Background: an optimization exercise with open tools, aiming at small area. Do not read the settings as production practice.
At most, simulation tests tie the RTL to the original design; equivalence was not proved.
Only the layout flow was run in run 2; the RTL was not checked for function there.
Power figures rest on the tool's default switching activity, not on a simulated workload.

$ cat flow/run.sh
#!/bin/bash
# synth_recipe.tcl (not shown) runs the flow's synth.tcl, then flattens the netlist and writes it again
# the make line also repeats each setting of config.mk as NAME=value (left out here)
make -C /OpenROAD-flow-scripts/flow DESIGN_CONFIG=/design/flow/config.mk WORK_HOME=/design/flow/orfs CLKGATE_MAP_FILE= SYNTH_SCRIPT=/design/flow/synth_recipe.tcl finish
$ cat flow/config.mk
export PLATFORM = sky130hd
export DESIGN_NAME = afe_chain
export DESIGN_NICKNAME = afe_chain
export VERILOG_FILES = /design/flow/design.v
export SDC_FILE = /design/flow/constraint.sdc
export NUM_CORES = 4
export LEC_CHECK = 0
export ABC_AREA = 1
export CAP_MARGIN = 20
export CELL_PAD_IN_SITES_DETAIL_PLACEMENT = 1
export CELL_PAD_IN_SITES_GLOBAL_PLACEMENT = 2
export CORE_MARGIN = 2
export CORE_UTILIZATION = 35
export SLEW_MARGIN = 20
$ cat flow/constraint.sdc
create_clock -name core_clock -period 15.0 [get_ports {clk}]
set_input_delay 3.0000 -clock core_clock [delete_from_list [all_inputs] [get_ports {clk}]]
set_output_delay 3.0000 -clock core_clock [all_outputs]
set_load 0.01 [all_outputs]
$ cat flow/design.v
module afe_add #(
    parameter W = 8
) (
    input  wire [W-1:0] a,
    input  wire [W-1:0] b,
    input  wire         ci,
    output wire [W-1:0] s,
    output wire         co
);
    wire [W:0] c;
    assign c[0] = ci;
    genvar i;
    generate
        for (i = 0; i < W; i = i + 1) begin : g_fa
            assign s[i]   = a[i] ^ b[i] ^ c[i];
            assign c[i+1] = (a[i] & b[i]) | (c[i] & (a[i] ^ b[i]));
        end
    endgenerate
    assign co = c[W];
endmodule
module afe_rndsat (
    input  wire signed [26:0] v,
    input  wire        [4:0]  sh,
    output reg  signed [23:0] y,
    output reg                sat
);
    wire signed [26:0] shf = v >>> sh;
    wire big = (sh > 5'd26);
    always @(*) begin
        if (big) begin
            y   = 24'sd0;
            sat = 1'b0;
        end else if (shf[26:23] != 4'b0000 && shf[26:23] != 4'b1111) begin
            y   = shf[26] ? -24'sh800000 : 24'sh7fffff;
            sat = 1'b1;
        end else begin
            y   = shf[23:0];
            sat = 1'b0;
        end
    end
endmodule
module afe_sinc3 (
    input  wire               clk,
    input  wire               rst,
    input  wire               clr,
    input  wire               run,
    input  wire               bit_valid,
    input  wire               bit_in,
    input  wire        [7:0]  r_m1,
    input  wire        [4:0]  sh,
    output reg                out_valid,
    output wire signed [23:0] out_y,
    output wire               out_sat
);
    localparam W = 26;
    reg [W-1:0] i1, i2, j3, d2, dd;
    reg [26:0]  cr;
    reg [7:0]   cnt;
    reg [4:0]   shr;
    reg [7:0]   r_eff;
    reg         tk, bt, cl, s1, dp1, dp2;
    wire [W-1:0] xa = tk ? (bt ? {{(W-1){1'b0}}, 1'b1} : {W{1'b1}}) : {W{1'b0}};
    wire [W-1:0] i1_n, i2_n, j3_n;
    afe_add #(.W(W)) u_a1 (.a(cl ? {W{1'b0}} : i1), .b(xa), .ci(1'b0), .s(i1_n), .co());
    afe_add #(.W(W)) u_a2 (.a(i2), .b(i1), .ci(1'b0), .s(i2_n), .co());
    afe_add #(.W(W)) u_a3 (.a(j3), .b(i2_n), .ci(1'b0), .s(j3_n), .co());
    wire [W-1:0] c3, dd_n;
    afe_add #(.W(W)) u_c3 (.a(j3), .b(~dd), .ci(1'b1), .s(c3), .co());
    afe_add #(.W(W)) u_dd (.a({j3[W-2:0], 1'b0}), .b(~d2), .ci(1'b1), .s(dd_n), .co());
    reg [26:0] rnd;
    integer b;
    always @(*) begin
        for (b = 0; b < 27; b = b + 1)
            rnd[b] = (shr != 5'd0) && ({27'd0, shr} == b + 1);
    end
    wire [26:0] v_n;
    afe_add #(.W(27)) u_rd (.a({c3[W-1], c3}), .b(rnd), .ci(1'b0), .s(v_n), .co());
    always @(posedge clk) begin
        shr   <= sh;
        r_eff <= (r_m1 < 8'd15) ? 8'd15 : r_m1;
        if (rst) begin
            tk        <= 1'b0;
            bt        <= 1'b0;
            cl        <= 1'b0;
            s1        <= 1'b0;
            dp1       <= 1'b0;
            dp2       <= 1'b0;
            i1        <= {W{1'b0}};
            i2        <= {W{1'b0}};
            j3        <= {W{1'b0}};
            d2        <= {W{1'b0}};
            dd        <= {W{1'b0}};
            cnt       <= 8'd0;
            out_valid <= 1'b0;
        end else begin
            tk        <= bit_valid & (run | clr);
            bt        <= bit_in;
            cl        <= clr;
            out_valid <= 1'b0;
            i1  <= i1_n;
            s1  <= tk;
            dp1 <= 1'b0;
            if (cl) begin
                cnt <= tk ? 8'd1 : 8'd0;
            end else if (tk) begin
                if (cnt == r_eff) begin
                    cnt <= 8'd0;
                    dp1 <= 1'b1;
                end else begin
                    cnt <= cnt + 8'd1;
                end
            end
            dp2 <= dp1 & ~cl;
            if (cl) begin
                i2 <= {W{1'b0}};
                j3 <= {W{1'b0}};
            end else if (s1) begin
                i2 <= i2_n;
                j3 <= j3_n;
            end
            if (cl) begin
                d2 <= {W{1'b0}};
                dd <= {W{1'b0}};
            end else if (dp2) begin
                d2        <= j3;
                dd        <= dd_n;
                j3        <= {W{1'b0}};
                cr        <= v_n;
                out_valid <= 1'b1;
            end
        end
    end
    afe_rndsat u_rs (.v(cr), .sh(sh), .y(out_y), .sat(out_sat));
endmodule
module afe_halfband (
    input  wire               clk,
    input  wire               rst,
    input  wire               clr,
    input  wire               in_valid,
    input  wire signed [23:0] in_x,
    input  wire        [4:0]  sh1,
    input  wire        [4:0]  sh2,
    output reg                out_valid,
    output wire signed [23:0] out_y,
    output reg                out_sat
);
    reg [4:0] g;
    always @(posedge clk) begin
        if (rst)
            g <= 5'd0;
        else
            g <= (g == 5'd23) ? 5'd0 : g + 5'd1;
    end
    wire g_last = (g == 5'd23);
    reg r1o, r1e, r2o, r2e, rclr;
    reg [23:0] e1 [0:6];
    reg [23:0] o1 [0:3];
    reg [23:0] e2 [0:6];
    reg [23:0] o2 [0:3];
    reg [23:0] z1, z2;
    reg        sat1, sgn1, sat2, sgn2;
    wire x1 = in_x[g];
    wire x2 = sat1 ? (g_last ? sgn1 : ~sgn1) : z1[0];
    integer k;
    always @(posedge clk) begin
        e1[0] <= {rclr ? 1'b0 : (r1e ? x1 : e1[0][0]), e1[0][23:1]};
        o1[0] <= {rclr ? 1'b0 : (r1o ? x1 : o1[0][0]), o1[0][23:1]};
        e2[0] <= {rclr ? 1'b0 : (r2e ? x2 : e2[0][0]), e2[0][23:1]};
        o2[0] <= {rclr ? 1'b0 : (r2o ? x2 : o2[0][0]), o2[0][23:1]};
        for (k = 1; k < 7; k = k + 1) begin
            e1[k] <= {rclr ? 1'b0 : (r1e ? e1[k-1][0] : e1[k][0]), e1[k][23:1]};
            e2[k] <= {rclr ? 1'b0 : (r2e ? e2[k-1][0] : e2[k][0]), e2[k][23:1]};
        end
        for (k = 1; k < 4; k = k + 1) begin
            o1[k] <= {rclr ? 1'b0 : (r1o ? o1[k-1][0] : o1[k][0]), o1[k][23:1]};
            o2[k] <= {rclr ? 1'b0 : (r2o ? o2[k-1][0] : o2[k][0]), o2[k][23:1]};
        end
    end
    reg               busy;
    reg               stg;       
    reg        [6:0]  c;
    reg signed [13:0] acc;
    reg               carry, t23, sat, sgn;
    wire [4:0] sh = stg ? sh2 : sh1;
    wire [6:0] jl = (sh > 5'd24) ? 7'd72 : 7'd48;
    wire       eng_end = busy && (c == jl - 7'd1);
    wire a0 = stg ? x2       : x1;
    wire b1 = stg ? e2[0][0] : e1[0][0];
    wire b2 = stg ? e2[1][0] : e1[1][0];
    wire b3 = stg ? e2[2][0] : e1[2][0];
    wire b4 = stg ? e2[3][0] : e1[3][0];
    wire b5 = stg ? e2[4][0] : e1[4][0];
    wire b6 = stg ? e2[5][0] : e1[5][0];
    wire b7 = stg ? e2[6][0] : e1[6][0];
    wire bq = stg ? o2[3][0] : o1[3][0];
    wire signed [14:0] p0 = {13'd0, a0} + {13'd0, b7};
    wire signed [14:0] p1 = {13'd0, b1} + {13'd0, b6};
    wire signed [14:0] p2 = {13'd0, b2} + {13'd0, b5};
    wire signed [14:0] p3 = {13'd0, b3} + {13'd0, b4};
    wire signed [14:0] qq = {14'd0, bq};
    wire signed [14:0] d  = 15'sd1225 * p3 - 15'sd245 * p2 + 15'sd49 * p1
                          - 15'sd5 * p0 + 15'sd2048 * qq;
    wire signed [14:0] dd = (c < 7'd24) ? ((c == 7'd23) ? -d : d) : 15'sd0;
    wire signed [14:0] t  = {acc[13], acc} + dd;
    wire               sbit = t[0];
    wire [6:0] shx   = {2'b00, sh};
    wire       ge    = (c >= shx);
    wire [6:0] kk    = c - shx;
    wire       tb    = sbit ^ carry;
    wire       cap   = busy && ge && (kk < 7'd24);
    wire       chk   = busy && ge && (kk > 7'd23);
    wire       sat_n = sat | (chk & (tb ^ t23));
    wire       sgn_n = chk ? tb : sgn;
    wire s1_done = eng_end && !stg;
    wire s2_done = eng_end && stg;
    reg ph1, ph2, in1_pend, in1_even, fl2;
    wire eng_free = !busy || eng_end;
    wire st_r2   = g_last && s1_done && !clr;
    wire st_r2e  = st_r2 && ph2;
    wire st_r1   = g_last && in1_pend && !clr && (!in1_even || (eng_free && !st_r2e));
    wire st_r1e  = st_r1 && in1_even;
    reg clr_pend;
    always @(posedge clk) begin
        if (rst || clr) begin
            r1o <= 1'b0; r1e <= 1'b0; r2o <= 1'b0; r2e <= 1'b0; rclr <= 1'b0;
            busy <= 1'b0; stg <= 1'b0; c <= 7'd0;
            ph1 <= 1'b0; ph2 <= 1'b0; in1_pend <= 1'b0; in1_even <= 1'b0;
            fl2 <= 1'b0;
            out_valid <= 1'b0; out_sat <= 1'b0;
            clr_pend <= clr;
            carry <= 1'b0; sat <= 1'b0; sgn <= 1'b0; t23 <= 1'b0;
            acc <= 14'sd0;
        end else begin
            out_valid <= 1'b0;
            if (in_valid) begin
                in1_pend <= 1'b1;
                in1_even <= ph1;
                ph1      <= ~ph1;
            end
            if (g_last) begin
                rclr     <= clr_pend;
                clr_pend <= 1'b0;
                r1o      <= st_r1 && !in1_even;
                r1e      <= st_r1e;
                r2o      <= st_r2 && !ph2;
                r2e      <= st_r2e;
                if (st_r1 && !in_valid)
                    in1_pend <= 1'b0;
                if (st_r2) begin
                    ph2 <= ~ph2;
                    fl2 <= fl2 | sat_n;
                end
            end
            if (busy) begin
                acc   <= t[14:1];
                sat   <= sat_n;
                sgn   <= sgn_n;
                if (c + 7'd1 == shx)
                    carry <= sbit;
                else if (ge)
                    carry <= sbit & carry;
                if (busy && ge && (kk == 7'd23))
                    t23 <= tb;
                c <= c + 7'd1;
            end
            if (s1_done) begin
                sat1 <= sat_n;
                sgn1 <= sgn_n;
            end
            if (s2_done) begin
                sat2      <= sat_n;
                sgn2      <= sgn_n;
                out_valid <= 1'b1;
                out_sat   <= sat_n | fl2;
                fl2       <= 1'b0;
            end
            if (eng_end)
                busy <= 1'b0;
            if (st_r2e || st_r1e) begin
                busy  <= 1'b1;
                stg   <= st_r2e;
                c     <= 7'd0;
                acc   <= 14'sd0;
                carry <= 1'b0;
                sat   <= 1'b0;
                sgn   <= 1'b0;
                t23   <= 1'b0;
            end
        end
    end
    always @(posedge clk) begin
        if (cap && !stg)
            z1 <= {tb, z1[23:1]};
        else if (r2o || r2e)
            z1 <= {z1[0], z1[23:1]};
        if (cap && stg)
            z2 <= {tb, z2[23:1]};
    end
    assign out_y = sat2 ? {sgn2, {23{~sgn2}}} : z2;
endmodule
module afe_fir (
    input  wire               clk,
    input  wire               rst,
    input  wire               clr,
    input  wire               dec2,
    input  wire        [4:0]  sh,
    input  wire               coef_we,
    input  wire        [5:0]  coef_addr,
    input  wire signed [19:0] coef_data,
    input  wire               in_valid,
    input  wire signed [23:0] in_x,
    input  wire               in_sat,
    output reg                out_valid,
    output wire signed [23:0] out_y,
    output reg                out_sat
);
    localparam AccW = 50;
    localparam [1:0] IDLE = 2'd0, EMIT = 2'd1, PRE = 2'd2;
    reg [19:0] cr [0:62];
    reg [19:0] ce;
    reg [19:0] c0;
    reg        modeb;
    reg [5:0]  bcnt;
    reg [5:0]  z;             
    wire [19:0] chd = modeb ? ce : cr[62];
    wire [6:0] wdiff = {1'b0, coef_addr} - {1'b0, z};
    wire [5:0] wpos  = wdiff[6] ? (wdiff[5:0] - 6'd1) : wdiff[5:0];
    wire       wr_ring = coef_we && (coef_addr != 6'd0);
    integer k;
    always @(posedge clk) begin
        ce <= cr[62];
        cr[0] <= (wr_ring && wpos == 6'd0) ? coef_data : chd;
        for (k = 1; k < 63; k = k + 1) begin
            if (k % 2 == 1)
                cr[k] <= ~((wr_ring && wpos == k) ? coef_data : cr[k-1]);
            else
                cr[k] <= ~((wr_ring && wpos == k) ? ~coef_data : cr[k-1]);
        end
        if (coef_we && coef_addr == 6'd0)
            c0 <= coef_data;
    end
    reg [1:0]  st;
    reg [5:0]  cnt;           
    reg [1:0]  dg;            
    reg        junk;          
    reg        pend, pend_out;
    reg        fph, flf, curf;
    reg        clearing;
    reg [5:0]  ccnt;
    reg        need_pre;
    reg [23:0] dr [0:62];
    wire ins = (st == PRE) && !junk && (dg == 2'd3) && (z == 6'd1);
    wire [23:0] dh = ins ? in_x : (clearing ? 24'd0 : dr[62]);
    always @(posedge clk) begin
        dr[0] <= dh;
        for (k = 1; k < 63; k = k + 1)
            dr[k] <= dr[k-1];
    end
    reg signed [AccW-1:0] acc;
    wire        emit = (st == EMIT);
    wire [1:0]  edg  = (cnt == 6'd0) ? 2'd0 : (cnt == 6'd5) ? 2'd1 :
                       (cnt == 6'd10) ? 2'd2 : 2'd3;
    wire        eadd = emit && (cnt == 6'd0 || cnt == 6'd5 || cnt == 6'd10 || cnt == 6'd15);
    wire [19:0] dsrc = emit ? c0 : chd;
    wire [1:0]  dsel = emit ? edg : dg;
    reg  signed [5:0] dig;
    always @(*) begin
        case (dsel)
            2'd0: dig = {1'b0, dsrc[4:0]};
            2'd1: dig = {1'b0, dsrc[9:5]};
            2'd2: dig = {1'b0, dsrc[14:10]};
            default: dig = {dsrc[19], dsrc[19:15]};
        endcase
    end
    wire signed [23:0] mx   = emit ? in_x : dh;
    wire signed [29:0] prod = mx * dig;
    wire pass = (st == PRE) && !junk;
    wire signed [AccW-1:0] opa = (pass && cnt == 6'd0) ?
                                 ((dg == 2'd3) ? {AccW{1'b0}} : (acc <<< 5)) : acc;
    wire signed [AccW-1:0] addv = (pass || eadd) ? {{(AccW-30){prod[29]}}, prod} : {AccW{1'b0}};
    wire signed [AccW-1:0] sum  = opa + addv;
    wire sbit = sum[0];
    reg  [23:0] yreg;
    reg         carry, t23, sat, sgn;
    wire        ge    = (cnt >= {1'b0, sh});
    wire [5:0]  kk    = cnt - {1'b0, sh};
    wire        tb    = sbit ^ carry;
    wire        cap   = emit && ge && (kk < 6'd24);
    wire        chk   = emit && ge && (kk > 6'd23);
    wire        sat_n = sat | (chk & (tb ^ t23));
    wire        sgn_n = chk ? tb : sgn;
    wire in_out = !dec2 || fph;      
    wire go     = (st == IDLE) && pend && !clearing;
    wire go_pre = !modeb && (((st == IDLE) && ((pend && !pend_out) || need_pre) && !clearing) ||
                             (emit && cnt == 6'd56));
    always @(posedge clk) begin
        if (rst) begin
            modeb <= 1'b0;
            bcnt  <= 6'd0;
            z     <= 6'd1;
        end else begin
            if (go_pre && !clr) begin
                modeb <= 1'b1;
                bcnt  <= 6'd0;
            end else if (modeb) begin
                bcnt <= bcnt + 6'd1;
                if (bcnt == 6'd63)
                    modeb <= 1'b0;
            end
            if (!(modeb && bcnt == 6'd0))
                z <= (z == 6'd1) ? 6'd63 : z - 6'd1;
        end
    end
    always @(posedge clk) begin
        if (rst || clr) begin
            st        <= IDLE;
            cnt       <= 6'd0;
            dg        <= 2'd3;
            junk      <= 1'b0;
            pend      <= 1'b0;
            pend_out  <= 1'b0;
            fph       <= 1'b0;
            flf       <= 1'b0;
            curf      <= 1'b0;
            clearing  <= clr;
            ccnt      <= 6'd0;
            need_pre  <= 1'b0;
            acc       <= {AccW{1'b0}};
            out_valid <= 1'b0;
            out_sat   <= 1'b0;
            carry <= 1'b0; sat <= 1'b0; sgn <= 1'b0; t23 <= 1'b0;
        end else begin
            out_valid <= 1'b0;
            if (clearing) begin
                ccnt <= ccnt + 6'd1;
                if (ccnt == 6'd62)
                    clearing <= 1'b0;
            end
            if (in_valid) begin
                pend     <= 1'b1;
                pend_out <= in_out;
                fph      <= ~fph;
                if (in_out) begin
                    curf <= flf | in_sat;
                    flf  <= 1'b0;
                end else begin
                    flf  <= flf | in_sat;
                end
            end
            case (st)
                IDLE: begin
                    if (go && pend_out) begin
                        st    <= EMIT;
                        cnt   <= 6'd0;
                        carry <= 1'b0;
                        sat   <= 1'b0;
                        sgn   <= 1'b0;
                        t23   <= 1'b0;
                        if (!in_valid) pend <= 1'b0;
                    end else if (go_pre) begin
                        st       <= PRE;
                        cnt      <= 6'd0;
                        dg       <= 2'd3;
                        junk     <= 1'b1;
                        need_pre <= 1'b0;
                        if (!need_pre && !in_valid) pend <= 1'b0;
                    end
                end
                EMIT: begin
                    acc <= sum >>> 1;
                    sat <= sat_n;
                    sgn <= sgn_n;
                    if (cnt + 6'd1 == {1'b0, sh})
                        carry <= sbit;
                    else if (ge)
                        carry <= sbit & carry;
                    if (cap && kk == 6'd23)
                        t23 <= tb;
                    cnt <= cnt + 6'd1;
                    if (cnt == 6'd56) begin
                        out_valid <= 1'b1;
                        out_sat   <= sat_n | curf;
                        if (go_pre) begin
                            st   <= PRE;
                            cnt  <= 6'd0;
                            dg   <= 2'd3;
                            junk <= 1'b1;
                        end else begin
                            st       <= IDLE;
                            need_pre <= 1'b1;
                        end
                    end
                end
                PRE: begin
                    if (junk) begin
                        junk <= 1'b0;
                    end else begin
                        acc <= sum;
                        cnt <= (cnt == 6'd62) ? 6'd0 : cnt + 6'd1;
                        if (cnt == 6'd62) begin
                            dg <= dg - 2'd1;
                            if (dg == 2'd0)
                                st <= IDLE;
                        end
                    end
                end
                default: st <= IDLE;
            endcase
        end
    end
    always @(posedge clk) begin
        if (cap)
            yreg <= {tb, yreg[23:1]};
    end
    assign out_y = sat ? {sgn, {23{~sgn}}} : yreg;
endmodule
module afe_chain (
    input  wire               clk,
    input  wire               rst,
    input  wire               start,
    input  wire               bit_valid,
    input  wire               bit_in,
    input  wire        [7:0]  sinc_r_m1,
    input  wire               fir_dec,
    input  wire        [4:0]  sh0,
    input  wire        [4:0]  sh1,
    input  wire        [4:0]  sh2,
    input  wire        [4:0]  sh3,
    input  wire               coef_we,
    input  wire        [5:0]  coef_addr,
    input  wire        [19:0] coef_data,
    output wire               y0_valid,
    output wire signed [23:0] y0,
    output wire               y0_sat,
    output wire               y_valid,
    output wire signed [23:0] y,
    output wire               y_sat
);
    reg running;
    always @(posedge clk) begin
        if (rst)
            running <= 1'b0;
        else if (start)
            running <= 1'b1;
    end
    wire               s2_valid;
    wire signed [23:0] s2_y;
    wire               s2_sat;
    afe_sinc3 u_sinc (
        .clk(clk), .rst(rst), .clr(start), .run(running),
        .bit_valid(bit_valid), .bit_in(bit_in),
        .r_m1(sinc_r_m1), .sh(sh0),
        .out_valid(y0_valid), .out_y(y0), .out_sat(y0_sat)
    );
    afe_halfband u_hb (
        .clk(clk), .rst(rst), .clr(start),
        .in_valid(y0_valid), .in_x(y0), .sh1(sh1), .sh2(sh2),
        .out_valid(s2_valid), .out_y(s2_y), .out_sat(s2_sat)
    );
    afe_fir u_fir (
        .clk(clk), .rst(rst), .clr(start),
        .dec2(fir_dec), .sh(sh3),
        .coef_we(coef_we), .coef_addr(coef_addr), .coef_data(coef_data),
        .in_valid(s2_valid), .in_x(s2_y), .in_sat(s2_sat),
        .out_valid(y_valid), .out_y(y), .out_sat(y_sat)
    );
endmodule
==> results of run 1 <==
-- synthesized netlist by cell type, types with 4 or more instances --
cell type | instances | area, um2
buf_1 | 108 | 405
buf_2 | 28 | 140
nor3_1 | 48 | 240
o21ai_1 | 13 | 65.1
o31ai_1 | 24 | 180
dfxtp_1 | 3616 | 72400
o211ai_1 | 28 | 210
a21o_1 | 14 | 105
clkbuf_1 | 421 | 1580
o21a_1 | 10 | 75.1
nand4_1 | 24 | 150
edfxtp_1 | 124 | 3720
clkinv_1 | 12 | 45.0
a31oi_1 | 21 | 131
o2111ai_1 | 5 | 43.8
a21oi_1 | 1499 | 7500
ha_1 | 216 | 2700
nand3_1 | 336 | 1680
xnor2_1 | 53 | 464
xor2_1 | 65 | 569
nand3b_1 | 15 | 113
nor3_2 | 11 | 110
nor2_2 | 5 | 31.3
a21boi_0 | 12 | 90.1
inv_2 | 22 | 82.6
nor3b_1 | 4 | 30.0
o21ai_0 | 420 | 2100
nor4_1 | 9 | 56.3
o22ai_1 | 27 | 169
or2_2 | 62 | 388
nor2_1 | 1505 | 5650
nand2_1 | 1152 | 4320
o21bai_1 | 11 | 82.6
inv_1 | 724 | 2720
fa_1 | 269 | 5390
a211oi_1 | 31 | 233
-- registers in the layout, summed over array words and instances, names as in the netlist, 14 cells and up --
| name | cells |
|---|---|
| u_hb.e1 | 168 |
| u_hb.z2 | 24 |
| u_fir.cr | 1260 |
| u_hb.e2 | 168 |
| u_hb.z1 | 24 |
| u_fir.dr | 1512 |
| u_sinc.cr | 27 |
| u_hb.acc | 14 |
| u_fir.acc | 50 |
| u_sinc.i2 | 26 |
| u_fir.c0 | 20 |
| u_sinc.i1 | 26 |
| u_sinc.d2 | 26 |
| u_hb.o2 | 96 |
| u_sinc.j3 | 26 |
| u_sinc.dd | 26 |
| u_fir.ce | 20 |
| u_fir.yreg | 24 |
| u_hb.o1 | 96 |
-- routing by layer --
layer	share of wire	wire length (um)	vias up
met5	0.000084	25	-
met4	0.027	8220	4
met3	0.038	11500	474
met2	0.45	133000	1001
met1	0.49	146000	35265
li1	-	-	35415
-- worst reg2reg max path, delay by kind of cell, from the launching register on --
| family | cells | cell delay (ps) |
|---|---|---|
| XOR/XNOR | 2 | 380 |
| buffers and inverters | 4 | 290 |
| adder cells (fa/ha/maj) | 27 | 12010 |
| flip-flops | 1 | 310 |
-- power by group through the flow --
stage | Combinational, mW | Clock (mW) | Sequential [mW]
3_3_place_gp | 2.59 | 0 | 12.3
5_1_grt | 2.98 | 10.6 | 12.2
4_1_cts | 2.67 | 10.2 | 12.1
2_1_floorplan | 1.78 | 0 | 12.0
6_report | 2.62 | 9.90 | 12.1
3_5_place_dp | 2.63 | 0 | 12.3
-- final cells by class --
cell class	count	area, um2
diodes	7	17.5
fillers	35161	191000
clock inverters	136	1720
repair buffers	250	2080
inverters	758	2850
flip-flops and latches	3740	76100
multi-input cells	5919	33300
well taps	4325	5410
clock buffers	571	11700
-- worst max-delay path by stage --
stage	from	endpoint	cells after the start	slack [ps]
6_report	u_sinc.j3[0]	u_sinc.cr[26]	33	1790
5_1_grt	u_sinc.j3[0]	u_sinc.cr[26]	33	1270
4_1_cts	u_sinc.j3[0]	u_sinc.cr[26]	33	1630
3_5_place_dp	u_sinc.j3[0]	u_sinc.cr[26]	33	1590
3_3_place_gp	u_sinc.j3[0]	u_sinc.cr[26]	33	1650
2_1_floorplan	u_sinc.j3[0]	u_sinc.cr[26]	33	2200
-- per-stage QoR --
stage	utilization	hold slack, ps	instances
2_1_floorplan	-	310	10977
3_3_place_gp	0.369	310	14990
3_5_place_dp	0.369	313	14992
4_1_cts	0.410	293	15699
5_1_grt	0.411	302	15704
6_report	0.411	301	15706
-- cells by family after synthesis --
| group | synth area share |
|---|---|
| DFF | 0.666 |
| AOI/OAI and AO/OA | 0.0976 |
| xor gates and xnor gates | 0.00933 |
| muxes | 0.000361 |
| adders and majority gates | 0.0708 |
| and+or+nand+nor | 0.112 |
| buffers and inverters | 0.0437 |
==> results.yml, run 1 <==
placement:
  dpl_cell_area_um2: 120000
  pre_cts_slack_ps: 1590
  hpwlAfterDp_um: 191000
  portBuffers: 112
  gp_congestion: 0.803
worst_setup_path:
  critical_path_class: "reg -> reg"
  r2r-start: "u_sinc.j3[0]"
  ff2ff_setup_slack_ps: 1790
  critPathRequiredTime_ps: 15660
  r2r_end: "u_sinc.cr[26]"
  cp-start-kind: "flip-flop"
  worst-path-buf-inv: 4
  rr_worst_depth: 33
  crit_fanout: 4
  critical-path-max-stage-delay_ps: 490
  crit_path_top_delay_cell: "fa_1"
  crit_path_frequent_cell: "fa_1"
  cpLargestDelayFamily: "adder cells"
  cp.arrival_ps: 13870
  endpoint_kind: "flip-flop"
yosys:
  yosysWarnings: 11
  avgSynthCellArea_um2: 10.4
  ys_types: 57
  ys_seq_area_frac: 0.666
  ys.flop_type: "dfxtp_1"
  synth-async-reset-ratio: 0
  synth_edf_count: 124
  synth_cells: 10977
  yosys_register_bits: 3740
  synth_area_um2: 114000
  synth_nets: 11523
sta:
  finalClockSkew_ps: 66.3
  worst_slack_ps: 1790
  tightest_slew_ps: 1060
  post-route-period-util: 0.880
  slew-limit-headroom: 0.291
  max_freq_mhz: 75.7
  rsz0062_at_grt: "no"
  setup_tns_ps: 0
  layout_min_cycle_time_ps: 13210
  setup_viol: 0
  finalHoldViolCount: 0
  maxSlewViolCount: 0
run_status:
  status: "finished clean"
detailed_routing:
  wl_per_cell_um: 19.0
  drc: 0
  ant_nets: 0
  via_count: 72159
  wirelength_um: 299000
  vias_per_cell: 4.59
  firstDrtPassIters: 5
  drt_iter0_drc: 3438
floorplanning:
  start_util: 0.352
  die_h_um: 575
  num_rows: 209
  fp.dieW_um: 575
  dieArea_um2: 331000
  ios: 113
  fp.coreArea_um2: 325000
global_route:
  met1_usage: 0.249
  grt_pass1_vias: 76634
  busiest_layer: "met2"
  grt_pass1_wl_um: 462000
  grt_use_total: 0.179
  antenna_found_initial: 15
  use_met2: 0.286
  met3_usage: 0.0273
  grt-ovfl-total: 0
  grt_max_degree: 58
clock_network:
  htree_levels: 5
  cts_made_buffers: 385
  clock-sinks: 3740
  post_cts_buffers: 0
  cts_tree: "done"
  path_clk_slew_ps: 60
  cts_buffer_depth: 4
  ctsHoldBuffers: 0
  insertion_delay_ps: 950
  post_cts_resized: 0
  cts_root_buf: "clkbuf_16"
power_and_ir_drop:
  seq_power_share: 0.491
  switchingPower_mw: 6.24
  swShare: 0.254
  comb_power_share: 0.106
  p_clk_frac: 0.403
  max-vdd-ir-drop_uv: 101
  power.density_nw_per_um2: 185
  p_int_mw: 18.4
  p_leak_nw: 55.2
  p_total_mw: 24.6
job:
  cap_violations: 0
min_path:
  hp-start: "u_hb.o1[2][5]"
  min_path_cells: 0
  hold_path_class: "reg -> reg"
  hold_end: "u_hb.o1[2][4]"
finish:
  areaGrowthSynthToFinish_pct: 16.6
  final_net_count: 11600
  design_area_um2: 133000
  layout_common_cells: "dfxtp_1, a21oi_1, nor2_1"
  drive_above_1_share: 0.0837
  final_common_cell: "dfxtp_1"
==> run 2, diff against run 1 <==
--- a/flow/design.v
+++ b/flow/design.v
@@ -39,6 +39,67 @@
         end
     end
 endmodule
+module afe_mac (
+    input  wire [49:0] acc,
+    input  wire [23:0] mx,
+    input  wire [5:0]  dig,
+    input  wire        zero,
+    input  wire        shl,
+    input  wire        emit,
+    output wire [49:0] acc_n,
+    output wire        lsb
+);
+    wire [49:0] a = zero ? 50'd0 : (shl ? {acc[44:0], 5'd0} : acc);
+    wire [2:0] g0 = {dig[1], dig[0], 1'b0};
+    wire [2:0] g1 = {dig[3], dig[2], dig[1]};
+    wire [2:0] g2 = {dig[5], dig[4], dig[3]};
+    wire [25:0] x  = {mx[23], mx[23], mx};
+    wire [25:0] x2 = {mx[23], mx, 1'b0};
+    wire one0 = g0[0] ^ g0[1];
+    wire one1 = g1[0] ^ g1[1];
+    wire one2 = g2[0] ^ g2[1];
+    wire two0 = (g0 == 3'b011) || (g0 == 3'b100);
+    wire two1 = (g1 == 3'b011) || (g1 == 3'b100);
+    wire two2 = (g2 == 3'b011) || (g2 == 3'b100);
+    wire neg0 = g0[2] & ~(g0[1] & g0[0]);
+    wire neg1 = g1[2] & ~(g1[1] & g1[0]);
+    wire neg2 = g2[2] & ~(g2[1] & g2[0]);
+    wire [25:0] pp0 = (({26{one0}} & x) | ({26{two0}} & x2)) ^ {26{neg0}};
+    wire [25:0] pp1 = (({26{one1}} & x) | ({26{two1}} & x2)) ^ {26{neg1}};
+    wire [25:0] pp2 = (({26{one2}} & x) | ({26{two2}} & x2)) ^ {26{neg2}};
+    wire [31:0] ra = {2'b00, a[29:0]};
+    wire [31:0] r0 = {6'd0, ~pp0[25], pp0[24:0]};
+    wire [31:0] r1 = {4'd0, ~pp1[25], pp1[24:0], 2'd0};
+    wire [31:0] r2 = {2'd0, ~pp2[25], pp2[24:0], 4'd0};
+    wire [31:0] rk = 32'hD6000000;
+    wire [31:0] re = {27'd0, neg2, 1'b0, neg1, 2'd0};
+    wire [31:0] s1 = ra ^ r0 ^ r1;
+    wire [31:0] c1 = {((ra & r0) | (ra & r1) | (r0 & r1)), 1'b0};
+    wire [31:0] s2 = r2 ^ rk ^ re;
+    wire [31:0] c2 = {((r2 & rk) | (r2 & re) | (rk & re)), 1'b0};
+    wire [31:0] s3 = s1 ^ c1 ^ s2;
+    wire [31:0] c3 = {((s1 & c1) | (s1 & s2) | (c1 & s2)), 1'b0};
+    wire [31:0] s4 = s3 ^ c3 ^ c2;
+    wire [31:0] c4 = {((s3 & c3) | (s3 & c2) | (c3 & c2)), 1'b0};
+    wire [31:0] t = s4 + c4 + {31'd0, neg0};
+    wire [19:0] ah = a[49:30];
+    wire [19:0] inc_c, dec_b;
+    assign inc_c[0] = 1'b1;
+    assign dec_b[0] = 1'b1;
+    genvar i;
+    generate
+        for (i = 1; i < 20; i = i + 1) begin : g_id
+            assign inc_c[i] = inc_c[i-1] & ah[i-1];
+            assign dec_b[i] = dec_b[i-1] & ~ah[i-1];
+        end
+    endgenerate
+    wire [19:0] ahp = ah ^ inc_c;
+    wire [19:0] ahm = ah ^ dec_b;
+    wire [19:0] sh_ = t[31] ? ahm : (t[30] ? ahp : ah);
+    wire [49:0] sum = {sh_, t[29:0]};
+    assign acc_n = emit ? {sum[49], sum[49:1]} : sum;
+    assign lsb   = t[0];
+endmodule
 module afe_sinc3 (
     input  wire               clk,
     input  wire               rst,
@@ -357,6 +418,7 @@
             dr[k] <= dr[k-1];
     end
     reg signed [AccW-1:0] acc;
+    reg                   clr_r;      
     wire        emit = (st == EMIT);
     wire [1:0]  edg  = (cnt == 6'd0) ? 2'd0 : (cnt == 6'd5) ? 2'd1 :
                        (cnt == 6'd10) ? 2'd2 : 2'd3;
@@ -373,13 +435,15 @@
         endcase
     end
     wire signed [23:0] mx   = emit ? in_x : dh;
-    wire signed [29:0] prod = mx * dig;
     wire pass = (st == PRE) && !junk;
-    wire signed [AccW-1:0] opa = (pass && cnt == 6'd0) ?
-                                 ((dg == 2'd3) ? {AccW{1'b0}} : (acc <<< 5)) : acc;
-    wire signed [AccW-1:0] addv = (pass || eadd) ? {{(AccW-30){prod[29]}}, prod} : {AccW{1'b0}};
-    wire signed [AccW-1:0] sum  = opa + addv;
-    wire sbit = sum[0];
+    wire        addp = pass || eadd;
+    wire [49:0] acc_n;
+    afe_mac u_mac (
+        .acc(acc), .mx(mx), .dig(addp ? dig : 6'd0),
+        .zero(clr_r || (pass && cnt == 6'd0 && dg == 2'd3)),
+        .shl(pass && cnt == 6'd0),
+        .emit(emit), .acc_n(acc_n), .lsb(sbit)
+    );
     reg  [23:0] yreg;
     reg         carry, t23, sat, sgn;
     wire        ge    = (cnt >= {1'b0, sh});
@@ -425,7 +489,6 @@
             clearing  <= clr;
             ccnt      <= 6'd0;
             need_pre  <= 1'b0;
-            acc       <= {AccW{1'b0}};
             out_valid <= 1'b0;
             out_sat   <= 1'b0;
             carry <= 1'b0; sat <= 1'b0; sgn <= 1'b0; t23 <= 1'b0;
@@ -467,7 +530,6 @@
                     end
                 end
                 EMIT: begin
-                    acc <= sum >>> 1;
                     sat <= sat_n;
                     sgn <= sgn_n;
                     if (cnt + 6'd1 == {1'b0, sh})
@@ -495,7 +557,6 @@
                     if (junk) begin
                         junk <= 1'b0;
                     end else begin
-                        acc <= sum;
                         cnt <= (cnt == 6'd62) ? 6'd0 : cnt + 6'd1;
                         if (cnt == 6'd62) begin
                             dg <= dg - 2'd1;
@@ -509,6 +570,8 @@
         end
     end
     always @(posedge clk) begin
+        acc   <= acc_n;
+        clr_r <= clr;
         if (cap)
             yreg <= {tb, yreg[23:1]};
     end
--- a/flow/config.mk
+++ b/flow/config.mk
@@ -7,8 +7,11 @@
 export LEC_CHECK = 0
 export ABC_AREA = 1
 export CAP_MARGIN = 20
-export CELL_PAD_IN_SITES_DETAIL_PLACEMENT = 1
-export CELL_PAD_IN_SITES_GLOBAL_PLACEMENT = 2
+export CELL_PAD_IN_SITES_DETAIL_PLACEMENT = 0
+export CELL_PAD_IN_SITES_GLOBAL_PLACEMENT = 0
 export CORE_MARGIN = 2
-export CORE_UTILIZATION = 35
+export CORE_UTILIZATION = 65
+export CTS_CLUSTER_DIAMETER = 100
+export CTS_CLUSTER_SIZE = 30
+export PLACE_DENSITY = 0.75
 export SLEW_MARGIN = 20
==> run 2 against run 1 <==
  * First-iteration DRC count is 44% higher
  * Critical path type unchanged
  * Sequential share of layout area grew 7.0 points
  * Setup slack lost 43 ps
  * Utilization rose by 28 points
  * Still clean on timing, DRC and antenna
  * Sequential power is essentially flat
  * Register-to-register slack lost 40 ps
  * Combinational power shrank about 20%
  * Largest cell class unchanged
==> results.yml, run 2 <==
sta:
  timing.hold.ws_ps: 307
  slew-limit-headroom: 0.249
  tightest_slew_ps: 1130
  maxSlewViolCount: 0
  post-route-period-util: 0.883
  finalClockSkew_ps: 47.5
  setup_tns_ps: 0
  setup_viol: 0
  max_freq_mhz: 75.5
  layout_min_cycle_time_ps: 13250
  finalHoldViolCount: 0
  rsz0062_at_grt: "no"
power_and_ir_drop:
  swShare: 0.249
  p_total_mw: 18.9
  comb_power_share: 0.111
  max-vdd-ir-drop_uv: 138
  p_int_mw: 14.2
  switchingPower_mw: 4.69
  seq_power_share: 0.635
  p_leak_nw: 49.8
  p_clk_frac: 0.254
  power.density_nw_per_um2: 159
yosys:
  synth_area_leaders: "dfxtp_1, a21oi_1, nor2_1"
  yosys_register_bits: 3741
  synth_cells: 10542
  synthXorXnorAreaFrac: 0.0137
  synth.most_common_cell: "dfxtp_1"
  synth_area_um2: 112000
  synth-compound-area-share: 0.0895
  ys.flop_type: "dfxtp_1"
  ys_seq_area_frac: 0.681
  synth-simple-area-share: 0.108
  synth.top_cell.area_share: 0.647
  synth_common_cells: "dfxtp_1, nor2_1, a21oi_1"
  synth_area_leader_cell: "dfxtp_1"
  synth_nets: 11038
  synth_top_family_by_area: "simple AND/OR/NAND/NOR gates"
  yosys.area_share.adder: 0.0637
  avgSynthCellArea_um2: 10.6
  yosysWarnings: 12
  synth_edf_count: 124
  synth_mux_area_frac: 0.00234
  synth-async-reset-ratio: 0
  ys_types: 59
worst_setup_path:
  crit_path_top_delay_cell: "fa_1"
  setup.worst_path.start: "u_sinc.j3[0]"
  cp-start-kind: "flip-flop"
  crit_end: "u_sinc.cr[26]"
  path_depth: 32
  critical-path-max-stage-delay_ps: 490
  cp.arrival_ps: 13850
  r2r_end: "u_sinc.cr[26]"
  crit_path_frequent_cell: "fa_1"
  cpLargestDelayFamily: "adder cells"
  ff2ff_setup_slack_ps: 1750
  crit_fanout: 4
  r2r-start: "u_sinc.j3[0]"
  rr_worst_depth: 32
  endpoint_kind: "flip-flop"
  critical_path_class: "reg -> reg"
  critPathRequiredTime_ps: 15600
  worst-path-buf-inv: 3
finish:
  top_register: "u_fir.dr"
  nFillCells: 12383
  largest_reg_flops: 1512
  final_common_cell: "dfxtp_1"
  final_net_count: 10852
  regArea_um2: 76100
  drive_above_1_share: 0.0412
  top_regs: "u_fir.dr (1512), u_fir.cr (1260)"
  areaGrowthSynthToFinish_pct: 6.19
  layout_common_cells: "dfxtp_1, nor2_1, a21oi_1"
  multiInputGateArea_um2: 31100
  design_area_um2: 119000
floorplanning:
  start_util: 0.653
  fp.dieW_um: 419
  fp.coreArea_um2: 171000
  die_h_um: 419
  dieArea_um2: 175000
  ios: 113
  num_rows: 152
detailed_routing:
  vias_per_cell: 5.26
  via_count: 66865
  wirelength_um: 230000
  ant_nets: 0
  firstDrtPassIters: 6
  drc: 0
  wl_per_cell_um: 18.1
  drt_iter0_drc: 4937
clock_network:
  post_cts_buffers: 0
  path_clk_slew_ps: 120
  cts_made_buffers: 146
  post_cts_resized: 0
  htree_levels: 4
  clock-sinks: 3741
  cts_root_buf: "clkbuf_16"
  ctsHoldBuffers: 0
  insertion_delay_ps: 850
  cts_buffer_depth: 3
  cts_tree: "done"
global_route:
  antenna_found_initial: 6
  grt_pass1_vias: 66403
  grt_max_degree: 77
  grt-ovfl-total: 0
  grt_pass1_wl_um: 364000
  grt_use_total: 0.262
placement:
  dpl_cell_area_um2: 115000
  hpwlAfterDp_um: 142000
  gp_congestion: 0.921
  portBuffers: 112
job:
  cap_violations: 0
run_status:
  status: "finished clean"
min_path:
  hold_path_class: "reg -> reg"
run 2: cell count changes after synthesis, sizes merged, moves of 13 or more:
cell    before   now
xor2        67   114
inv        746   682
a21oi     1499  1372
mux2i        3    25
nor2      1511  1498
or2         62    46
nand2     1153  1013
o211ai      28    15
o21ai      433   358
fa         269   224
o31ai       24     6
o22ai       27    95
run 2: stage by stage:
step	instances	worst slack, ps	utilization
6_report	12712	1750	0.693
5_1_grt	12712	1330	0.693
4_1_cts	12709	1680	0.693
3_5_place_dp	12518	1720	0.669
3_3_place_gp	12518	1920	0.669
2_1_floorplan	10542	2270	-
run 2: how the worst min path moves through the flow:
stage	from	endpoint	cells past startpoint
CTS	u_hb.e2[5][6]	u_hb.e2[5][5]	0
global placement	u_fir.dr[29][2]	u_fir.dr[30][2]	0
global route	u_hb.e2[5][6]	u_hb.e2[5][5]	0
floorplan	u_fir.dr[9][0]	u_fir.dr[10][0]	0
detailed placement	u_fir.dr[18][15]	u_fir.dr[19][15]	0
finish	u_hb.e2[5][6]	u_hb.e2[5][5]	0
run 2: power groups by stage:
stage,registers [mW],logic (mW),clock network (mW)
after floorplan,12.0,1.55,0
after global placement,12.2,2.02,0
after detailed placement,12.2,2.08,0
after CTS,12.0,2.10,4.90
after global routing,12.1,2.38,5.23
final,12.0,2.10,4.79
run 2: worst register-to-register path: cells and delay by family, from the launching register on:
| family | cells | cell delay [ps] |
|---|---|---|
| adder cells (fa/ha/maj) | 27 | 12070 |
| XOR/XNOR | 2 | 320 |
| flip-flops | 1 | 340 |
| buffers and inverters | 3 | 260 |
run 2: routing by layer:
| layer | wire (um) | up-vias | global-route usage |
|---|---|---|---|
| li1 | - | 33126 | - |
| met1 | 101000 | 31808 | 0.348 |
| met2 | 111000 | 1536 | 0.445 |
| met3 | 9880 | 393 | 0.0308 |
| met4 | 7940 | 2 | 0.0950 |
| met5 | 13 | - | 0 |
run 2: cell families after synthesis:
group / Yosys count
AO/OA/AOI/OAI: 1926
adder cells (fa/ha/maj): 435
flip-flops: 3741
XOR/XNOR: 175
AND/OR/NAND/NOR: 2992
buffers and inverters: 1247
multiplexers: 26
run 2: cell type report:
class,count,area share
Inverter,693,0.0219
Multi-Input combinational cell,5554,0.262
Tap cell,2310,0.0243
Clock buffer,169,0.0319
Sequential cell,3741,0.641
Timing Repair Buffer,220,0.0159
Clock inverter,22,0.00329
Antenna cell,3,0.0000632
==> run 3, diff against run 2 <==
--- a/flow/design.v
+++ b/flow/design.v
@@ -387,15 +387,23 @@
     wire [6:0] wdiff = {1'b0, coef_addr} - {1'b0, z};
     wire [5:0] wpos  = wdiff[6] ? (wdiff[5:0] - 6'd1) : wdiff[5:0];
     wire       wr_ring = coef_we && (coef_addr != 6'd0);
+    wire [19:0] wd_o = coef_data | {20{~wr_ring}};
+    wire [19:0] wd_e = ~coef_data | {20{~wr_ring}};
+    reg  [62:0] dec;
     integer k;
+    always @(*) begin
+        for (k = 0; k < 63; k = k + 1)
+            dec[k] = (wpos == k);
+    end
+    wire [62:0] wep = dec & {63{wr_ring}};
     always @(posedge clk) begin
         ce <= cr[62];
-        cr[0] <= (wr_ring && wpos == 6'd0) ? coef_data : chd;
+        cr[0] <= wep[0] ? coef_data : chd;
         for (k = 1; k < 63; k = k + 1) begin
             if (k % 2 == 1)
-                cr[k] <= ~((wr_ring && wpos == k) ? coef_data : cr[k-1]);
+                cr[k] <= ~((cr[k-1] | {20{wep[k]}}) & (wd_o | {20{~dec[k]}}));
             else
-                cr[k] <= ~((wr_ring && wpos == k) ? ~coef_data : cr[k-1]);
+                cr[k] <= ~((cr[k-1] | {20{wep[k]}}) & (wd_e | {20{~dec[k]}}));
         end
         if (coef_we && coef_addr == 6'd0)
             c0 <= coef_data;
==> run 3 against run 2 <==
  * Cell count shrank 10%
  * Area after synthesis fell by 2.1%
  * Critical path depth is the same
  * Synthesized cell count decreased by 11%
  * Die area fell by 2.1%
  * Power increased by 1.3%
==> results.yml, run 3 <==
run_status:
  status: "finished clean"
power_and_ir_drop:
  switchingPower_mw: 4.86
  comb_power_share: 0.128
  p_total_mw: 19.1
  p_clk_frac: 0.246
  seq_power_share: 0.626
  p_int_mw: 14.3
  max-vdd-ir-drop_uv: 137
  swShare: 0.254
  p_leak_nw: 46.9
  power.density_nw_per_um2: 165
clock_network:
  cts_tree: "done"
  cts_buffer_depth: 3
  path_clk_slew_ps: 120
  insertion_delay_ps: 830
  post_cts_buffers: 0
  htree_levels: 4
  clock-sinks: 3741
  cts_root_buf: "clkbuf_16"
  cts_made_buffers: 144
  post_cts_resized: 0
  ctsHoldBuffers: 0
detailed_routing:
  drt_iter0_drc: 5150
  firstDrtPassIters: 6
  via_count: 64758
  wl_per_cell_um: 19.8
  drc: 0
  wirelength_um: 226000
  vias_per_cell: 5.67
  ant_nets: 0
yosys:
  yosysWarnings: 12
  synth_cells: 9390
  yosys_register_bits: 3741
  synth_edf_count: 124
  ys_types: 68
  synth_area_leaders: "dfxtp_1, o22ai_1, fa_1"
  avgSynthCellArea_um2: 11.7
  synth_common_cells: "dfxtp_1, o22ai_1, nand2_1"
  synth_area_leader_cell: "dfxtp_1"
  ys_seq_area_frac: 0.695
  synth.most_common_cell: "dfxtp_1"
  synth-async-reset-ratio: 0
  synth_area_um2: 110000
  synth_nets: 9886
  ys.flop_type: "dfxtp_1"
  synth.top_cell.area_share: 0.661
sta:
  finalClockSkew_ps: 34.9
  post-route-period-util: 0.871
  rsz0062_at_grt: "no"
  layout_min_cycle_time_ps: 13070
  maxSlewViolCount: 0
  slew-limit-headroom: 0.174
  setup_tns_ps: 0
  finalHoldViolCount: 0
  setup_viol: 0
  max_freq_mhz: 76.5
  tightest_slew_ps: 1240
  worst_slack_ps: 1930
placement:
  gp_congestion: 0.897
  pre_cts_slack_ps: 1680
  hpwlAfterDp_um: 141000
  portBuffers: 112
job:
  cap_violations: 0
global_route:
  grt_pass1_vias: 63641
  grt-ovfl-total: 0
  grt_pass1_wl_um: 354000
  grt_max_degree: 61
  grt_use_total: 0.258
  antenna_found_initial: 4
worst_setup_path:
  worst-path-buf-inv: 3
  critical-path-max-stage-delay_ps: 490
  crit_fanout: 4
  cpLargestDelayFamily: "adder cells"
  cp.arrival_ps: 13660
  crit_path_top_delay_cell: "fa_1"
  critical_path_class: "reg -> reg"
  cp-start-kind: "flip-flop"
  endpoint_kind: "flip-flop"
  crit_path_frequent_cell: "fa_1"
  critPathRequiredTime_ps: 15590
  ff2ff_setup_slack_ps: 1930
floorplanning:
  dieArea_um2: 172000
  start_util: 0.655
  ios: 113
  fp.dieW_um: 415
  num_rows: 150
  die_h_um: 415
  fp.coreArea_um2: 167000
finish:
  top_regs: "u_fir.dr (1512), u_fir.cr (1260)"
  drive_above_1_share: 0.0505
  largest_reg_flops: 1512
  areaGrowthSynthToFinish_pct: 5.87
  top_register: "u_fir.dr"
  final_util: 0.693
  final_common_cell: "dfxtp_1"
  final_net_count: 9667
  layout_common_cells: "dfxtp_1, o22ai_1, nand2_1"
min_path:
  hold_path_class: "reg -> reg"
## run 3: changes by cell type after synthesis, moves of 8 or more
| cell | change |
|---|---|
| a21oi_1 | -1171 |
| a21oi_2 | +8 |
| buf_1 | -46 |
| buf_2 | +118 |
| clkbuf_1 | -67 |
| nand2_1 | -68 |
| nand2_2 | +8 |
| nand3_2 | +14 |
| nor2_1 | -1115 |
| nor3_2 | -8 |
| o21ai_0 | -88 |
| o21ai_1 | +10 |
| o22ai_1 | +1240 |
| xor2_1 | -10 |
## run 3: power by group through the flow
stage | Sequential (mW) | Clock [mW] | Combinational (mW)
2_1_floorplan | 12.0 | 0 | 1.79
3_3_place_gp | 12.2 | 0 | 2.31
3_5_place_dp | 12.2 | 0 | 2.39
4_1_cts | 12.0 | 4.80 | 2.41
5_1_grt | 12.1 | 5.12 | 2.69
6_report | 12.0 | 4.72 | 2.45
## run 3: metrics by stage
stage | cell area (um2) | hold WS, ps | std cells
after floorplan | 110000 | 310 | 9390
after global placement | 112000 | 310 | 11227
after detailed placement | 112000 | 312 | 11228
after CTS | 116000 | 307 | 11420
after global routing | 116000 | 309 | 11421
final | 116000 | 305 | 11422
## run 3: logic make-up after synthesis
logic type	share of synthesized area
AO/OA/AOI/OAI	0.107
XOR/XNOR	0.0140
adder cells (fa/ha/maj)	0.0650
buffers and inverters	0.0450
flip-flops	0.695
multiplexers	0.00266
AND/OR/NAND/NOR	0.0713
## run 3: worst register-to-register path: cells and delay by family, from the launching register on
family     cells  cell delay (ps)
buf+inv        3              240
flops          1              340
xor+xnor       2              310
fa+ha+maj     27            11990
## run 3: final timing paths
kind              cells past startpoint             to          start
setup / recovery                     32  u_sinc.cr[26]   u_sinc.j3[0]
hold reg to reg                       0  u_hb.o1[3][6]  u_hb.o1[3][7]
setup reg to reg                     32  u_sinc.cr[26]   u_sinc.j3[0]
hold / removal                        0  u_hb.o1[3][6]  u_hb.o1[3][7]
## run 3: final cells by class
| cell class | count | area [um2] |
|---|---|---|
| multi-input cells | 4403 | 28700 |
| diodes | 1 | 2.50 |
| clock inverters | 17 | 225 |
| inverters | 682 | 2560 |
| flip-flops and latches | 3741 | 76100 |
| fillers | 11824 | 51300 |
| repair buffers | 199 | 1770 |
| clock buffers | 175 | 3830 |
| well taps | 2204 | 2760 |
## run 3: per-layer routing
metal | GRT usage | vias to the layer above | part of all wire
li1 | - | 30967 | -
met1 | 0.351 | 31301 | 0.44
met2 | 0.417 | 2014 | 0.46
met3 | 0.0375 | 476 | 0.056
met4 | 0.105 | 0 | 0.040
met5 | 0 | - | 0
==> run 4, diff against run 3 <==
--- a/flow/design.v
+++ b/flow/design.v
@@ -19,22 +19,21 @@
     assign co = c[W];
 endmodule
 module afe_rndsat (
-    input  wire signed [26:0] v,
+    input  wire signed [25:0] v,
     input  wire        [4:0]  sh,
     output reg  signed [23:0] y,
     output reg                sat
 );
-    wire signed [26:0] shf = v >>> sh;
-    wire big = (sh > 5'd26);
+    wire signed [26:0] u = $signed({v, 1'b0}) >>> sh;
+    wire        [26:0] w;
+    afe_add #(.W(27)) u_inc (.a(u), .b(27'd0), .ci(sh != 5'd0), .s(w), .co());
+    wire        [25:0] q = w[26:1];
     always @(*) begin
-        if (big) begin
-            y   = 24'sd0;
-            sat = 1'b0;
-        end else if (shf[26:23] != 4'b0000 && shf[26:23] != 4'b1111) begin
-            y   = shf[26] ? -24'sh800000 : 24'sh7fffff;
+        if (q[25:23] != 3'b000 && q[25:23] != 3'b111) begin
+            y   = q[25] ? -24'sh800000 : 24'sh7fffff;
             sat = 1'b1;
         end else begin
-            y   = shf[23:0];
+            y   = q[23:0];
             sat = 1'b0;
         end
     end
@@ -115,10 +114,9 @@
 );
     localparam W = 26;
     reg [W-1:0] i1, i2, j3, d2, dd;
-    reg [26:0]  cr;
+    reg [W-1:0] cr;
     reg [7:0]   cnt;
-    reg [4:0]   shr;
-    reg [7:0]   r_eff;
+    wire [7:0]  r_eff = (r_m1 < 8'd15) ? 8'd15 : r_m1;
     reg         tk, bt, cl, s1, dp1, dp2;
     wire [W-1:0] xa = tk ? (bt ? {{(W-1){1'b0}}, 1'b1} : {W{1'b1}}) : {W{1'b0}};
     wire [W-1:0] i1_n, i2_n, j3_n;
@@ -128,17 +126,7 @@
     wire [W-1:0] c3, dd_n;
     afe_add #(.W(W)) u_c3 (.a(j3), .b(~dd), .ci(1'b1), .s(c3), .co());
     afe_add #(.W(W)) u_dd (.a({j3[W-2:0], 1'b0}), .b(~d2), .ci(1'b1), .s(dd_n), .co());
-    reg [26:0] rnd;
-    integer b;
-    always @(*) begin
-        for (b = 0; b < 27; b = b + 1)
-            rnd[b] = (shr != 5'd0) && ({27'd0, shr} == b + 1);
-    end
-    wire [26:0] v_n;
-    afe_add #(.W(27)) u_rd (.a({c3[W-1], c3}), .b(rnd), .ci(1'b0), .s(v_n), .co());
     always @(posedge clk) begin
-        shr   <= sh;
-        r_eff <= (r_m1 < 8'd15) ? 8'd15 : r_m1;
         if (rst) begin
             tk        <= 1'b0;
             bt        <= 1'b0;
@@ -186,7 +174,7 @@
                 d2        <= j3;
                 dd        <= dd_n;
                 j3        <= {W{1'b0}};
-                cr        <= v_n;
+                cr        <= c3;
                 out_valid <= 1'b1;
             end
         end
@@ -206,11 +194,12 @@
     output reg                out_sat
 );
     reg [4:0] g;
+    wire [4:0] g_n = (g == 5'd23) ? 5'd0 : g + 5'd1;
     always @(posedge clk) begin
         if (rst)
             g <= 5'd0;
         else
-            g <= (g == 5'd23) ? 5'd0 : g + 5'd1;
+            g <= g_n;
     end
     wire g_last = (g == 5'd23);
     reg r1o, r1e, r2o, r2e, rclr;
@@ -220,7 +209,8 @@
     reg [23:0] o2 [0:3];
     reg [23:0] z1, z2;
     reg        sat1, sgn1, sat2, sgn2;
-    wire x1 = in_x[g];
+    reg        x1;
+    always @(posedge clk) x1 <= in_x[g_n];
     wire x2 = sat1 ? (g_last ? sgn1 : ~sgn1) : z1[0];
     integer k;
     always @(posedge clk) begin
@@ -254,15 +244,37 @@
     wire b6 = stg ? e2[5][0] : e1[5][0];
     wire b7 = stg ? e2[6][0] : e1[6][0];
     wire bq = stg ? o2[3][0] : o1[3][0];
-    wire signed [14:0] p0 = {13'd0, a0} + {13'd0, b7};
-    wire signed [14:0] p1 = {13'd0, b1} + {13'd0, b6};
-    wire signed [14:0] p2 = {13'd0, b2} + {13'd0, b5};
-    wire signed [14:0] p3 = {13'd0, b3} + {13'd0, b4};
-    wire signed [14:0] qq = {14'd0, bq};
-    wire signed [14:0] d  = 15'sd1225 * p3 - 15'sd245 * p2 + 15'sd49 * p1
-                          - 15'sd5 * p0 + 15'sd2048 * qq;
-    wire signed [14:0] dd = (c < 7'd24) ? ((c == 7'd23) ? -d : d) : 15'sd0;
-    wire signed [14:0] t  = {acc[13], acc} + dd;
+    wire       act = (c < 7'd24);
+    wire       neg = (c == 7'd23);
+    wire       l3 = act & (b3 ^ neg);
+    wire       l4 = act & (b4 ^ neg);
+    wire       l2 = act & (~b2 ^ neg);
+    wire       l5 = act & (~b5 ^ neg);
+    wire       l1 = act & (b1 ^ neg);
+    wire       l6 = act & (b6 ^ neg);
+    wire       l0 = act & (~a0 ^ neg);
+    wire       l7 = act & (~b7 ^ neg);
+    wire       lq = act & (bq ^ neg);
+    wire p30 = l3 ^ l4, p31 = l3 & l4;
+    wire p20 = l2 ^ l5, p21 = l2 & l5;
+    wire p10 = l1 ^ l6, p11 = l1 & l6;
+    wire p00 = l0 ^ l7, p01 = l0 & l7;
+    wire [14:0] ra = {acc[13], acc};
+    wire [14:0] rk = neg ? 15'b110110000011000 : 15'd0;     
+    wire [14:0] r1 = {3'b000, p31, p30, 1'b0, p31, p30, p30, p20, p31, p30, p20, p31, p30};
+    wire [14:0] r2 = {3'b000, lq,  1'b0, 1'b0, p21, p31, p20, p21, p20, p21, p00, p21, p20};
+    wire [14:0] r3 = {7'd0, p20, p21, p10, p10, p01, 1'b0, p11, p10};
+    wire [14:0] r4 = {7'd0, p21, p11, p11, 1'b0, 1'b0, 1'b0, p01, p00};
+    wire [14:0] s1 = ra ^ r1 ^ r2;
+    wire [14:0] c1 = {((ra & r1) | (ra & r2) | (r1 & r2)), 1'b0};
+    wire [14:0] s2 = r3 ^ r4 ^ rk;
+    wire [14:0] c2 = {((r3 & r4) | (r3 & rk) | (r4 & rk)), 1'b0};
+    wire [14:0] s3 = s1 ^ c1 ^ s2;
+    wire [14:0] c3 = {((s1 & c1) | (s1 & s2) | (c1 & s2)), 1'b0};
+    wire [14:0] s4 = s3 ^ c3 ^ c2;
+    wire [14:0] c4 = {((s3 & c3) | (s3 & c2) | (c3 & c2)), 1'b0};
+    wire [14:0] t;
+    afe_add #(.W(15)) u_t (.a(s4), .b(c4), .ci(1'b0), .s(t), .co());
     wire               sbit = t[0];
     wire [6:0] shx   = {2'b00, sh};
     wire       ge    = (c >= shx);
@@ -313,7 +325,7 @@
                 end
             end
             if (busy) begin
-                acc   <= t[14:1];
+                acc   <= t[14:1];    
                 sat   <= sat_n;
                 sgn   <= sgn_n;
                 if (c + 7'd1 == shx)
@@ -341,7 +353,7 @@
                 busy  <= 1'b1;
                 stg   <= st_r2e;
                 c     <= 7'd0;
-                acc   <= 14'sd0;
+                acc   <= 14'sd500;
                 carry <= 1'b0;
                 sat   <= 1'b0;
                 sgn   <= 1'b0;
--- a/flow/config.mk
+++ b/flow/config.mk
@@ -12,6 +12,6 @@
 export CORE_MARGIN = 2
 export CORE_UTILIZATION = 65
 export CTS_CLUSTER_DIAMETER = 100
-export CTS_CLUSTER_SIZE = 30
+export CTS_CLUSTER_SIZE = 24
 export PLACE_DENSITY = 0.75
 export SLEW_MARGIN = 20
==> run 4 against run 3 <==
  * Count of clock-buffer cells in the layout grew 26
  * Area after synthesis fell by 2.0%
  * Global-route usage increased by 0.86 points
  * Clock power up 8.1%
  * Sequential share of layout area up 0.62 points
  * Non-clock buffer count is 4 lower
  * Register-to-register slack improved by 670 ps
  * Still clean on timing, DRC and antenna
  * Maximum frequency decreased by 7.7%
  * Highest routed layer is now met5
  * Utilization grew 0.27 points
==> results.yml, run 4 <==
clock_network:
  cts_tree: "done"
  path_clk_slew_ps: 80
  ctsHoldBuffers: 0
  insertion_delay_ps: 860
  cts_root_buf: "clkbuf_16"
  post_cts_resized: 0
  clock-sinks: 3728
  post_cts_buffers: 0
  cts_made_buffers: 173
  htree_levels: 4
  cts_buffer_depth: 3
run_status:
  status: "finished clean"
global_route:
  grt-ovfl-total: 0
  grt_use_total: 0.267
  grt_pass1_vias: 62425
  grt_max_degree: 76
  antenna_found_initial: 2
  grt_pass1_wl_um: 354000
finish:
  drive_above_1_share: 0.0542
  largest_reg_flops: 1512
  top_register: "u_fir.dr"
  final_util: 0.696
  layout_common_cells: "dfxtp_1, o22ai_1, nand2_1"
  nFillCells: 11500
  num_antenna_cells: 0
  areaGrowthSynthToFinish_pct: 6.63
  instances_no_fill: 11041
  top_regs: "u_fir.dr (1512), u_fir.cr (1260)"
  final_common_cell: "dfxtp_1"
  final_net_count: 9277
worst_setup_path:
  cp.arrival_ps: 11150
  endpoint_kind: "output port"
  r2r-start: "u_sinc.cl"
  critical_path_class: "in -> out"
  crit_fanout: 26
  r2r_end: "u_sinc.i1[25]"
  crit_path_top_delay_cell: "clkdlybuf4s50_1"
  ff2ff_setup_slack_ps: 2600
  cp-start-kind: "primary input"
  crit_end: "y0[22]"
  crit_path_frequent_cell: "ha_1"
  critPathRequiredTime_ps: 12000
  rr_worst_depth: 32
  critical-path-max-stage-delay_ps: 490
  setup.worst_path.start: "sh0[0]"
sta:
  slew-limit-headroom: 0.167
  setup_tns_ps: 0
  layout_min_cycle_time_ps: 14150
  rsz0062_at_grt: "no"
  post-route-period-util: 0.944
  tightest_slew_ps: 1240
  setup_viol: 0
  maxSlewViolCount: 0
  finalHoldViolCount: 0
  max_freq_mhz: 70.7
  finalClockSkew_ps: 47.7
  worst_slack_ps: 846
power_and_ir_drop:
  seq_power_share: 0.623
  max-vdd-ir-drop_uv: 148
  switchingPower_mw: 4.83
  comb_power_share: 0.114
  p_leak_nw: 46.3
  p_total_mw: 19.4
  p_int_mw: 14.6
  p_clk_frac: 0.263
  swShare: 0.249
  power.density_nw_per_um2: 170
detailed_routing:
  drt_iter0_drc: 5774
  wirelength_um: 227000
  drc: 0
  vias_per_cell: 5.74
  firstDrtPassIters: 6
  wl_per_cell_um: 20.5
  ant_nets: 0
  via_count: 63348
floorplanning:
  start_util: 0.653
  die_h_um: 410
  fp.dieW_um: 410
  num_rows: 149
  fp.coreArea_um2: 164000
  dieArea_um2: 168000
  ios: 113
yosys:
  synth_cells: 8999
  synth.most_common_cell: "dfxtp_1"
  synth-async-reset-ratio: 0
  yosysWarnings: 12
  ys_types: 63
  synth.top_cell.area_share: 0.672
  synth_area_um2: 107000
  synth_area_leader_cell: "dfxtp_1"
  ys_seq_area_frac: 0.707
  synth_nets: 9464
  ys.flop_type: "dfxtp_1"
  synth_edf_count: 123
  avgSynthCellArea_um2: 11.9
  yosys_register_bits: 3728
  synth_area_leaders: "dfxtp_1, o22ai_1, fa_1"
  synth_common_cells: "dfxtp_1, o22ai_1, nand2_1"
placement:
  gp_congestion: 0.889
  dp.cells: 10825
  hpwlAfterDp_um: 137000
  portBuffers: 112
  pre_cts_slack_ps: 774
job:
  cap_violations: 0
min_path:
  hold_path_class: "reg -> reg"
  hp-start: "u_fir.dr[44][21]"
==> run 4: power by group through the flow <==
stage	sequential [mW]	combinational, mW	clock (mW)
2_1_floorplan	12.1	1.60	0
3_3_place_gp	12.3	2.07	0
3_5_place_dp	12.3	2.15	0
4_1_cts	12.1	2.17	5.19
5_1_grt	12.2	2.42	5.52
6_report	12.1	2.22	5.10
==> run 4: final cells by class <==
class / instances / area, um2 / area share
tap: 2189 / 2740 / 0.0239
sequential: 3728 / 75900 / 0.663
timing repair buffer: 195 / 1760 / 0.0153
clock buffer: 201 / 4500 / 0.0393
multi-input combinational: 4122 / 27100 / 0.237
clock inverter: 14 / 294 / 0.00257
inverter: 592 / 2220 / 0.0194
==> run 4: per-stage QoR <==
step	area, um2	hold WS, ps
after floorplan	107000	310
after global placement	110000	310
after detailed placement	110000	312
after CTS	114000	298
after global routing	114000	308
final	114000	306
==> run 4: worst min path at each step <==
stage | to | cells after the start
2_1_floorplan | u_fir.dr[10][0] | 0
3_3_place_gp | u_fir.dr[13][6] | 0
3_5_place_dp | u_fir.dr[27][22] | 0
4_1_cts | u_hb.e2[3][15] | 0
5_1_grt | u_hb.e2[3][15] | 0
6_report | u_fir.dr[45][21] | 0
==> run 4: per-layer routing <==
layer	vias to the layer above	GRT usage	part of all wire
li1	29832	-	-
met1	30640	0.365	0.43
met2	2329	0.425	0.46
met3	545	0.0433	0.066
met4	2	0.110	0.042
met5	-	0	0.000057
==> run 4: cell families after synthesis <==
logic type,share of synthesized area
buffers and inverters,0.0432
flip-flops,0.707
adder cells (fa/ha/maj),0.0619
AND/OR/NAND/NOR,0.0631
AO/OA/AOI/OAI,0.108
multiplexers,0.00458
XOR/XNOR,0.0124
==> run 4: worst max-delay path: cells and delay by family <==
kind	cells	cell delay, ps
fa+ha+maj	25	4570
xor+xnor	1	240
compound gates	5	1020
simple gates	4	440
buf+inv	6	1730
mux	1	160

[what the ideal ports hide]
How much do the figures lean on ideal ports? The routed layouts below were timed once more, with nothing changed but the port constraints. Step 1 assumes that a clkbuf_16 drives the clock port and a buf_2 every other input. Step 2 also shifts input and output timing later by t, the mid clock arrival at the registers, as if the neighbouring blocks saw the same clock. Slacks: no drivers / after step 1 / after step 2; pairs: no drivers / after step 1.
run | t, ns | slack for setup (ns) | worst setup path at the end | worst slew at a driven data input, ns
run 1 | 1.017 | 1.793 / 1.793 / 1.793 | register to register | 0.27
run 2 | 0.913 | 1.751 / 1.751 / 1.751 | register to register | 0.16
run 3 | 0.913 | 1.935 / 1.935 / 1.715 | input to register | 0.05
run 4 | 0.922 | 0.846 / 0.815 / 0.815 | input to output | 0.07
After both steps setup and hold are still met in every run listed. The setup slack of run 3, which loses most, moves by 0.000 ns with the drivers and by -0.220 ns with both steps.
